What follows belongs to an exercise in optimizing a design on an open flow for small area, a short achievable clock period and few clock cycles per item; a production flow would make more cautious choices.
Function was checked by simulation only, so behaviour that the tests miss may differ from the original.
Power is estimated from default activity; no workload was simulated.

==> inputs of 03-28 <==
// ch_topk
module ch_topk (
    input  wire        clk,
    input  wire        rst,
    input  wire        in_valid,
    output wire        in_ready,
    input  wire [1:0]  in_kind,        
    input  wire [47:0] in_id,
    input  wire [31:0] in_score,
    input  wire [4:0]  cfg_k,          
    input  wire [1:0]  cfg_fmt,        
    input  wire [1:0]  cfg_dist,
    input  wire        cfg_incl_nan,
    input  wire        cfg_dedup,
    output wire        out_valid,
    input  wire        out_ready,
    output wire [47:0] out_id,
    output wire [31:0] out_score,
    output wire        out_last,
    output wire [4:0]  out_count,
    output wire        out_short,
    output wire        out_ties,
    output wire        out_nan_included,
    output wire [15:0] out_tie_excess,
    output wire [15:0] out_dup_removed,
    output wire [15:0] out_dup_conflict,
    output wire [15:0] out_nan_excluded,
    output wire [15:0] out_sentinel_in
);
==> flow/config.mk <==
export PLATFORM = sky130hd
export DESIGN_NAME = ch_topk
export DESIGN_NICKNAME = ch_topk
export VERILOG_FILES = /design/flow/design.v
export SDC_FILE = /design/flow/constraint.sdc
export NUM_CORES = 4
export LEC_CHECK = 0
export CAP_MARGIN = 35
export CORE_MARGIN = 2
export CORE_UTILIZATION = 55
export SLEW_MARGIN = 35
==> flow/constraint.sdc <==
create_clock -name core_clock -period 13.0 [get_ports {clk}]
set_input_delay 2.6000 -clock core_clock [delete_from_list [all_inputs] [get_ports {clk}]]
set_output_delay 2.6000 -clock core_clock [all_outputs]
set_load 0.01 [all_outputs]
standard.sh (not shown) runs the stock make flow with config.mk's settings and CLKGATE_MAP_FILE= SYNTH_SCRIPT=/design/flow/synth_recipe.tcl, a recipe that flattens the netlist after the stock synthesis.
==> flow/flow/run.sh <==
#!/bin/bash
set -euo pipefail
export SETUP_SLACK_MARGIN=8.7
export MAX_REPAIR_ANTENNAS_ITER_DRT=12
bash standard.sh > standard.log 2>&1
==> 07-17: changes against 03-28 <==
--- a/flow/design.v
+++ b/flow/design.v
@@ -277,26 +277,18 @@
     wire repl     = dup && dup_wins;
     wire wr       = p_entry && (ins || repl);
     wire [K-1:0] target = repl ? twin : (full ? wsel : ffree);
     wire [K-1:0] wen = {K{p_entry && live}} &
                        ((twin & ~ahead) | ({K{!any_twin}} & (full ? (wsel & ~ahead) : ffree)));
-    reg [15:0] th;     
-    reg [4:0]  p;
-    reg [3:0]  h;      
-    integer v;
+    reg [2:0] p4 [0:3];
+    reg [4:0] p;
+    reg [3:0] h;       
     always @(*) begin
-        for (v = 0; v < 16; v = v + 1) begin
-            th[v] = 1'b0;
-            for (j = 0; j < K; j = j + 1)
-                th[v] = th[v] | (ahead[j] && s_pos[j] == v);
-        end
-        p[4] = th[15];
-        p[3] = th[7] & ~th[15];
-        p[2] = (th[3] & ~th[7]) | (th[11] & ~th[15]);
-        p[1] = (th[1] & ~th[3]) | (th[5] & ~th[7]) | (th[9] & ~th[11]) | (th[13] & ~th[15]);
-        p[0] = (th[0] & ~th[1]) | (th[2] & ~th[3]) | (th[4] & ~th[5]) | (th[6] & ~th[7]) |
-               (th[8] & ~th[9]) | (th[10] & ~th[11]) | (th[12] & ~th[13]) | (th[14] & ~th[15]);
+        for (j = 0; j < 4; j = j + 1)
+            p4[j] = ({2'd0, ahead[4*j]} + {2'd0, ahead[4*j+1]}) +
+                    ({2'd0, ahead[4*j+2]} + {2'd0, ahead[4*j+3]});
+        p = ({2'd0, p4[0]} + {2'd0, p4[1]}) + ({2'd0, p4[2]} + {2'd0, p4[3]});
         h = 4'd0;
         for (j = 0; j < K; j = j + 1)
             h = h | (twin[j] ? s_pos[j] : 4'd0);
     end
     wire tw_eqp_w = |(twin & eqp);
CORE_UTILIZATION = 50   (was 55)
==> 06-25: changes against 03-28 <==
--- a/flow/design.v
+++ b/flow/design.v
@@ -199,37 +199,13 @@
     end
     wire go      = s2_v && !stall;
     wire p_open  = go && s2_kind == KIND_OPEN;
     wire p_close = go && s2_kind == KIND_CLOSE && open_q;
     wire p_entry = go && s2_kind == KIND_ENTRY && open_q;
+    assign in_ready = !(s1_v && stall);
+    wire take = in_valid && in_ready;
     wire adv  = !stall;    
-    reg  in_rdy_q;
-    assign in_ready = in_rdy_q;
-    wire take = in_valid && in_rdy_q;
-    reg [3:0] g_one, g_two;
-    always @(*)
-        for (j = 0; j < 4; j = j + 1) begin
-            g_one[j] = |free[4*j +: 4];
-            g_two[j] = (free[4*j] & (free[4*j+1] | free[4*j+2] | free[4*j+3])) |
-                       (free[4*j+1] & (free[4*j+2] | free[4*j+3])) |
-                       (free[4*j+2] & free[4*j+3]);
-        end
-    wire free1 = |g_one;
-    wire free2 = (|g_two) || (g_one[0] & (g_one[1] | g_one[2] | g_one[3])) ||
-                 (g_one[1] & (g_one[2] | g_one[3])) || (g_one[2] & g_one[3]);
-    wire       s1_v_n    = in_rdy_q ? in_valid : (s1_v && !adv);
-    wire       s2_v_n    = adv ? s1_v : s2_v;
-    wire [1:0] s2_kind_n = adv ? s1_kind : s2_kind;
-    wire       s2_entry  = s2_v && s2_kind == KIND_ENTRY;
-    wire       s2_clr    = s2_v && (s2_kind == KIND_OPEN || s2_kind == KIND_CLOSE);
-    wire       almost    = {1'b0, n_cur} + 6'd1 == {1'b0, k_q};
-    wire       freed     = ld && real_b;
-    wire       free_ok_n = free2 || freed || (free1 && (!s2_entry || almost));
-    wire       full_ok_n = full && !s2_clr;
-    wire       busy_n    = busy_o || s2_clr;
-    wire       blk_n     = s2_v_n && ((s2_kind_n == KIND_CLOSE && busy_n) ||
-                                      (s2_kind_n == KIND_ENTRY && !full_ok_n && !free_ok_n));
     wire [K-1:0] r_lt, r_eq, i_lt, i_eq;
     generate
         for (g = 0; g < K; g = g + 1) begin : g_cmp
             ch_cmp #(.W(33)) u_cr (.a(s1_rank), .b(s_rank[g]), .lt(r_lt[g]), .eq(r_eq[g]));
             ch_cmp #(.W(48)) u_ci (.a(s1_id),   .b(s_id[g]),   .lt(i_lt[g]), .eq(i_eq[g]));
@@ -275,31 +251,19 @@
     wire ins      = plain && !discard;
     wire evict    = ins && full;
     wire repl     = dup && dup_wins;
     wire wr       = p_entry && (ins || repl);
     wire [K-1:0] target = repl ? twin : (full ? wsel : ffree);
-    wire [K-1:0] wen = {K{p_entry && live}} &
-                       ((twin & ~ahead) | ({K{!any_twin}} & (full ? (wsel & ~ahead) : ffree)));
-    reg [15:0] th;     
-    reg [4:0]  p;
-    reg [3:0]  h;      
-    integer v;
+    reg [4:0] p;
+    reg [3:0] h;       
     always @(*) begin
-        for (v = 0; v < 16; v = v + 1) begin
-            th[v] = 1'b0;
-            for (j = 0; j < K; j = j + 1)
-                th[v] = th[v] | (ahead[j] && s_pos[j] == v);
-        end
-        p[4] = th[15];
-        p[3] = th[7] & ~th[15];
-        p[2] = (th[3] & ~th[7]) | (th[11] & ~th[15]);
-        p[1] = (th[1] & ~th[3]) | (th[5] & ~th[7]) | (th[9] & ~th[11]) | (th[13] & ~th[15]);
-        p[0] = (th[0] & ~th[1]) | (th[2] & ~th[3]) | (th[4] & ~th[5]) | (th[6] & ~th[7]) |
-               (th[8] & ~th[9]) | (th[10] & ~th[11]) | (th[12] & ~th[13]) | (th[14] & ~th[15]);
+        p = 5'd0;
         h = 4'd0;
-        for (j = 0; j < K; j = j + 1)
+        for (j = 0; j < K; j = j + 1) begin
+            p = p + {4'd0, ahead[j]};
             h = h | (twin[j] ? s_pos[j] : 4'd0);
+        end
     end
     wire tw_eqp_w = |(twin & eqp);
     wire e_eqp    = |(ahead & same);
     wire [4:0] h_nxt = {1'b0, h} + 5'd1;
     reg [K-1:0] sel;
@@ -340,22 +304,21 @@
     wire ld        = busy_o && !beat[4] && beat[3:0] <= km1_o && (!ovalid || out_ready);
     wire real_b    = beat < n_o;
     wire sent_last = ovalid && out_ready && olast;
     always @(posedge clk) begin
         if (rst) begin
-            in_rdy_q <= 1'b1;
             s1_v   <= 1'b0;
             s2_v   <= 1'b0;
             open_q <= 1'b0;
             vc     <= {K{1'b0}};
             vo     <= {K{1'b0}};
             n_cur  <= 5'd0;
             busy_o <= 1'b0;
             ovalid <= 1'b0;
         end else begin
-            in_rdy_q <= !(s1_v_n && blk_n);
-            s1_v <= s1_v_n;
+            if (in_ready)
+                s1_v <= in_valid;
             if (adv)
                 s2_v <= s1_v;
             if (p_open) begin
                 open_q <= 1'b1;
                 vc     <= {K{1'b0}};
@@ -382,11 +345,11 @@
             else if (out_ready)
                 ovalid <= 1'b0;
         end
     end
     always @(posedge clk) begin
-        if (in_rdy_q) begin
+        if (take) begin
             s1_kind <= in_kind;
             s1_id   <= in_id;
             s1_rank <= in_rank;
             s1_negz <= in_negz;
             s1_sent <= &in_id;
@@ -419,16 +382,14 @@
                 lb_q    <= lb_i;
                 dedup_q <= dedup_i;
             end
         end
         for (j = 0; j < K; j = j + 1) begin
-            if (wen[j]) begin
+            if (wr && target[j]) begin
                 s_id[j]   <= s2_id;
                 s_rank[j] <= s2_rank;
                 s_negz[j] <= s2_negz;
-            end
-            if (wr && target[j]) begin
                 s_pos[j]  <= p[3:0];
                 eqp[j]    <= e_eqp;
             end else if (wr && vc[j] && !ahead[j]) begin
                 if (!repl || s_pos[j] < h)
                     s_pos[j] <= s_pos[j] + 4'd1;
==> flow/run.sh (new file) <==
#!/bin/bash
# synth_recipe.tcl (not shown) runs the flow's synth.tcl, then flattens the netlist and writes it again
# the make line also repeats each setting of config.mk as NAME=value (left out here)
make -C /OpenROAD-flow-scripts/flow DESIGN_CONFIG=/design/flow/config.mk WORK_HOME=/design/flow/orfs CLKGATE_MAP_FILE= SYNTH_SCRIPT=/design/flow/synth_recipe.tcl finish
ABC_CLOCK_PERIOD_IN_PS = 4000   (was unset)
CORE_UTILIZATION = 45   (was 55)
SETUP_SLACK_MARGIN = 5   (was unset)
removed: flow/flow/run.sh
removed: flow/standard.sh
==> comparison table <==
Routed length on met1: 03-28 177,000 µm; 07-17 185,000 µm; 06-25 180,000 µm
Die outline width: 03-28 458 µm; 07-17 475 µm; 06-25 498 µm
Number of global-route vias before repair: 03-28 89,500; 07-17 85,200; 06-25 82,800
Share of final layout cell area taken by clock buffers and inverters: 03-28 5.42%; 07-17 5.46%; 06-25 5.63%
Utilization after layout: 03-28 63.8%; 07-17 58.5%; 06-25 51.5%
Outcome: 03-28 complete, no violations; 07-17 complete, but fails checks; 06-25 complete, no violations
Reasons for failing layout checks: 03-28 -; 07-17 antenna rules; 06-25 -
Worst r2r dst: 03-28 c_ahead[3]$_DFFE_PN_; 07-17 s_pos[11][3]$_DFFE_PP_; 06-25 s_id[2][9]$_DFFE_PP_
Complex-gate fraction of the synthesized area: 03-28 15.5%; 07-17 14.3%; 06-25 14.5%
Cell repeated most along the worst path: 03-28 -; 07-17 fa_1; 06-25 nor2_1
Met3 track demand over resource in global routing: 03-28 14.5%; 07-17 14.0%; 06-25 7.34%
Number of well taps: 03-28 2,688; 07-17 2,958; 06-25 3,202
Reg-to-reg slack, setup: 03-28 8520 ps; 07-17 8510 ps; 06-25 6290 ps
Switching Power: 03-28 3770 µW; 07-17 3750 µW; 06-25 3830 µW
Buffers & Inverters on Critical Path: 03-28 2; 07-17 5; 06-25 2
Maximum single-stage delay on the critical path: 03-28 530 ps; 07-17 550 ps; 06-25 770 ps
Data buffer area share: 03-28 4.87%; 07-17 4.99%; 06-25 3.85%
Vias per std cell: 03-28 7.29; 07-17 6.91; 06-25 6.57
Internal Power: 03-28 11,000 µW; 07-17 11,000 µW; 06-25 11,000 µW
Antenna fix cells: 03-28 29; 07-17 33; 06-25 10
Worst endpoint data arrival time: 03-28 5120 ps; 07-17 5100 ps; 06-25 4980 ps
Net switching fraction of the power: 03-28 25.5%; 07-17 25.4%; 06-25 25.9%
Final worst path period need: 03-28 4480 ps; 07-17 4490 ps; 06-25 7580 ps
Met2 Wirelength: 03-28 210,000 µm; 07-17 204,000 µm; 06-25 200,000 µm
DP Area: 03-28 121,000 µm²; 07-17 119,000 µm²; 06-25 118,000 µm²
Launch point of the worst path: 03-28 s1_rank[28]$_DFFE_PP_; 07-17 f_ahead$_DFFE_PN_; 06-25 vo[7]$_SDFFE_PP0P_
Detailed placer's ending HPWL: 03-28 350,000 µm; 07-17 344,000 µm; 06-25 327,000 µm
Testbench counts of 03-28, summed over its fixed seeds: cycles 14,870, items 14,404.
Testbench counts of 07-17, summed over its fixed seeds: cycles 14,870, items 14,404.
Testbench counts of 06-25, summed over its fixed seeds: cycles 14,870, items 14,404.

==> afterwards: timing with drivers on the ports <==
The flow's constraints put no driver on any port. The routed layouts listed below were extracted and timed again, unchanged, in two steps. Step 1 (the two cells are an assumption about what drives the block):
set clk [get_ports {clk}]
set_driving_cell -lib_cell sky130_fd_sc_hd__clkbuf_16 $clk
set_driving_cell -lib_cell sky130_fd_sc_hd__buf_2 [delete_from_list [all_inputs] $clk]
Step 2, shift: input delay + t, output delay - t, t = (earliest + latest rising clock arrival at the registers) / 2. This alone moves slack from input paths to output paths. Three values: ideal ports, drivers, drivers and shift; two values: the first two.
run | t (ns) | setup WS [ns] | worst hold slack (ns) | clock arrival spread, ns | worst register clock-pin slew, ns
03-28 | 0.984 | 8.520 / 8.520 / 7.863 | 0.418 / 0.418 / 0.418 | 0.088 / 0.088 | 0.08 / 0.08
07-17 | 0.968 | 8.506 / 8.506 / 7.831 | 0.419 / 0.419 / 0.419 | 0.035 / 0.034 | 0.07 / 0.07
06-25 | 0.966 | 5.423 / 5.330 / 6.294 | 0.418 / 0.418 / 0.418 | 0.044 / 0.044 | 0.07 / 0.07
The setup slack of 07-17, which loses most, moves by 0.000 ns with the drivers and by -0.675 ns with both steps.
